Source: an optimization exercise on an open RTL-to-GDS flow (aim: small area, a short achievable clock period and few clock cycles per item). Production flows keep margins and buffers that such runs may drop. Only simulation tests tie the RTL to the original design; equivalence was not proved.

// ecc79_codec
module ecc79_codec (
    input  wire        clk,
    input  wire        rst,
    input  wire        in_valid,
    input  wire        in_mode,
    input  wire [78:0] in_word,
    output reg         out_valid,
    output reg  [78:0] out_word,
    output reg  [1:0]  out_status
);
    function [6:0] gf_mul;
        input [6:0] a;
        input [6:0] b;
        integer i;
        reg [6:0] acc;
        reg [6:0] sh;
        begin
            acc = 7'd0;
            sh  = a;
            for (i = 0; i < 7; i = i + 1) begin
                if (b[i]) acc = acc ^ sh;
                sh = {sh[5:0], 1'b0} ^ (sh[6] ? 7'h09 : 7'h00);
            end
            gf_mul = acc;
        end
    endfunction
    function [6:0] inv_cube;    
        input [6:0] a;
        begin
            case (a)
            7'd0: inv_cube = 7'd0;
            7'd1: inv_cube = 7'd1;
            7'd2: inv_cube = 7'd17;
            7'd3: inv_cube = 7'd24;
            7'd4: inv_cube = 7'd19;
            7'd5: inv_cube = 7'd82;
            7'd6: inv_cube = 7'd3;
            7'd7: inv_cube = 7'd122;
            7'd8: inv_cube = 7'd49;
            7'd9: inv_cube = 7'd56;
            7'd10: inv_cube = 7'd40;
            7'd11: inv_cube = 7'd33;
            7'd12: inv_cube = 7'd51;
            7'd13: inv_cube = 7'd4;
            7'd14: inv_cube = 7'd45;
            7'd15: inv_cube = 7'd71;
            7'd16: inv_cube = 7'd23;
            7'd17: inv_cube = 7'd36;
            7'd18: inv_cube = 7'd7;
            7'd19: inv_cube = 7'd88;
            7'd20: inv_cube = 7'd5;
            7'd21: inv_cube = 7'd44;
            7'd22: inv_cube = 7'd21;
            7'd23: inv_cube = 7'd96;
            7'd24: inv_cube = 7'd53;
            7'd25: inv_cube = 7'd30;
            7'd26: inv_cube = 7'd68;
            7'd27: inv_cube = 7'd100;
            7'd28: inv_cube = 7'd80;
            7'd29: inv_cube = 7'd46;
            7'd30: inv_cube = 7'd127;
            7'd31: inv_cube = 7'd103;
            7'd32: inv_cube = 7'd117;
            7'd33: inv_cube = 7'd18;
            7'd34: inv_cube = 7'd64;
            7'd35: inv_cube = 7'd115;
            7'd36: inv_cube = 7'd119;
            7'd37: inv_cube = 7'd38;
  ...
Settings: LEC_CHECK=0, CAP_MARGIN=20, CORE_MARGIN=2, CORE_UTILIZATION=40, SETUP_SLACK_MARGIN=0.5, SLEW_MARGIN=20; clock period 17.0 ns.
standard.sh (not shown) runs the stock make flow with config.mk's settings and CLKGATE_MAP_FILE= SYNTH_SCRIPT=/design/flow/synth_recipe.tcl, a recipe that flattens the netlist after the stock synthesis.
==> flow/flow/run.sh <==
#!/bin/bash
# Standard synthesis and layout, with two changes: the port buffers use buf_1
# instead of the buffer_ports default (a delay buffer, clkdlybuf4s50_1), and
# timing repair aims for more setup slack than the clock period needs.
set -euo pipefail
bash standard.sh 'BUFFER_PORTS_ARGS=-buffer_cell sky130_fd_sc_hd__buf_1' \
    SETUP_SLACK_MARGIN=7 finish > standard.log 2>&1
Testbench counts at the start, summed over its fixed seeds: cycles 4,800, items 4,800.
Change:
==> flow/run.sh (new file) <==
#!/bin/bash
# synth_recipe.tcl (not shown) runs the flow's synth.tcl, then flattens the netlist and writes it again
# the make line also repeats each setting of config.mk as NAME=value (left out here)
make -C /OpenROAD-flow-scripts/flow DESIGN_CONFIG=/design/flow/config.mk WORK_HOME=/design/flow/orfs CLKGATE_MAP_FILE= SYNTH_SCRIPT=/design/flow/synth_recipe.tcl finish
removed: flow/flow/run.sh
removed: flow/standard.sh
Effect: Wire length rises by 0.55%; setup slack degrades by 1.2 ns; synthesized area does not change; die area does not change; critical path depth rises by 2; final cell count falls by 0.37%.
Change:
==> flow/flow/run.sh (new file) <==
#!/bin/bash
# Standard synthesis and layout, with two changes: the port buffers use buf_1
# instead of the buffer_ports default (a delay buffer, clkdlybuf4s50_1), and
# timing repair aims for more setup slack than the clock period needs.
set -euo pipefail
bash standard.sh 'BUFFER_PORTS_ARGS=-buffer_cell sky130_fd_sc_hd__buf_1' \
    SETUP_SLACK_MARGIN=8.4 RECOVER_POWER=100 finish > standard.log 2>&1
==> flow/standard.sh (new file) <==
#!/bin/bash
# synth_recipe.tcl (not shown) runs the flow's synth.tcl, then flattens the netlist and writes it again
# the make line also repeats each setting of config.mk as NAME=value (left out here)
make -C /OpenROAD-flow-scripts/flow DESIGN_CONFIG=/design/flow/config.mk WORK_HOME=/design/flow/orfs CLKGATE_MAP_FILE= SYNTH_SCRIPT=/design/flow/synth_recipe.tcl "${@:-finish}"
removed: flow/run.sh
=> The new run completed and failed the layout checks on max-capacitance violations, max-slew violations; cell count goes up slightly; worst setup slack gets worse by 0.97 ns; die area does not change.

========
Setup of oak:
ecc79_codec again, from the RTL that the note above started with.
export LEC_CHECK = 0
export CAP_MARGIN = 20
export CORE_MARGIN = 2
export CORE_UTILIZATION = 40
export SETUP_SLACK_MARGIN = 0.5
export SLEW_MARGIN = 20
create_clock -name core_clock -period 17.0 [get_ports {clk}]
==> flow/flow/run.sh <==
#!/bin/bash
# Standard synthesis and layout, with two changes: the port buffers use buf_1
# instead of the buffer_ports default (a delay buffer, clkdlybuf4s50_1), and
# timing repair aims for more setup slack than the clock period needs.
set -euo pipefail
bash standard.sh 'BUFFER_PORTS_ARGS=-buffer_cell sky130_fd_sc_hd__buf_1' \
    SETUP_SLACK_MARGIN=9 finish > standard.log 2>&1
Testbench counts of oak, summed over its fixed seeds: cycles 4,800, items 4,800.
Relative to oak, the following input files were edited for pine:
Settings: CORE_UTILIZATION now 65, was 40.
-- flow/flow/run.sh --
<<< oak, line 7
    SETUP_SLACK_MARGIN=9 finish > standard.log 2>&1
>>> pine, line 7
    SETUP_SLACK_MARGIN=8.4 finish > standard.log 2>&1
pine against oak; die outline width is down by more than 10%.
Sort pine and oak by violation count after the first detailed-routing iteration desc -> top: pine
--- input diff pine..birch ---
Settings: CORE_UTILIZATION: 65 -> 40.
-- flow/flow/run.sh --
<<< pine, line 7
    SETUP_SLACK_MARGIN=8.4 finish > standard.log 2>&1
>>> birch, line 7
    SETUP_SLACK_MARGIN=8.2 finish > standard.log 2>&1
--- outcome ---
- birch: no failed stages, no open violations at the end
- For the total setup buffers inserted after CTS, birch came in 9 lower than pine did.
- Delta (birch minus pine): detailed-route vias per instance down about 11%; global-route usage saw a decrease; sequential share of layout area stayed essentially flat; met1 wire length climbed 2.9 mm.
Here is what was changed in the inputs of maple compared with birch.
-- flow/flow/run.sh --
<<< birch, line 7
    SETUP_SLACK_MARGIN=8.2 finish > standard.log 2>&1
>>> maple, line 7
    SETUP_SLACK_MARGIN=7.7 finish > standard.log 2>&1
Findings:
Taking birch as the reference, in maple total length of routed met3 wires +290 um, longest individual stage delay on the worst path higher, final critical-path setup slack now smaller, wire length of the first global-routing pass decreased about 0.6%, detailed-route vias per instance shows a reduction of 0.033.
From birch to maple the numbers moved as follows: number of global-route vias before repair saw a decrease; final critical delay including setup and external delays saw an increase.

==> afterwards: timing with drivers on the ports <==
In the flow no input, the clock included, has a driving cell. The finished layouts below were timed again as built, in two steps.
Step 1 assumes that a clkbuf_16 drives the clock port and a buf_2 every other input.
Step 2 also shifts input and output timing later by t, the mid clock arrival at the registers, as if the neighbouring blocks saw the same clock.
Slacks: no drivers / after step 1 / after step 2; pairs: no drivers / after step 1.
| run | t, ns | slack for setup (ns) | latest minus earliest clock arrival (ns) | cell pins on the clock port's net |
|---|---|---|---|---|
| the first run of note 1 | 0.396 | 7.497 / 7.489 / 7.104 | 0.020 / 0.020 | 1 |
| the second run of note 1 | 0.407 | 6.260 / 6.216 / 6.509 | 0.021 / 0.021 | 1 |
| the third run of note 1 | 0.395 | 5.288 / 5.301 / 4.906 | 0.020 / 0.020 | 1 |
| oak | 0.412 | 8.842 / 8.861 / 8.448 | 0.020 / 0.019 | 1 |
| pine | 0.404 | 8.513 / 8.536 / 8.132 | 0.022 / 0.022 | 1 |
| birch | 0.393 | 8.339 / 8.349 / 7.956 | 0.023 / 0.022 | 1 |
| maple | 0.396 | 7.904 / 7.922 / 7.527 | 0.019 / 0.019 | 1 |
The setup slack of oak, which loses most, moves by +0.019 ns with the drivers and by -0.394 ns with both steps.
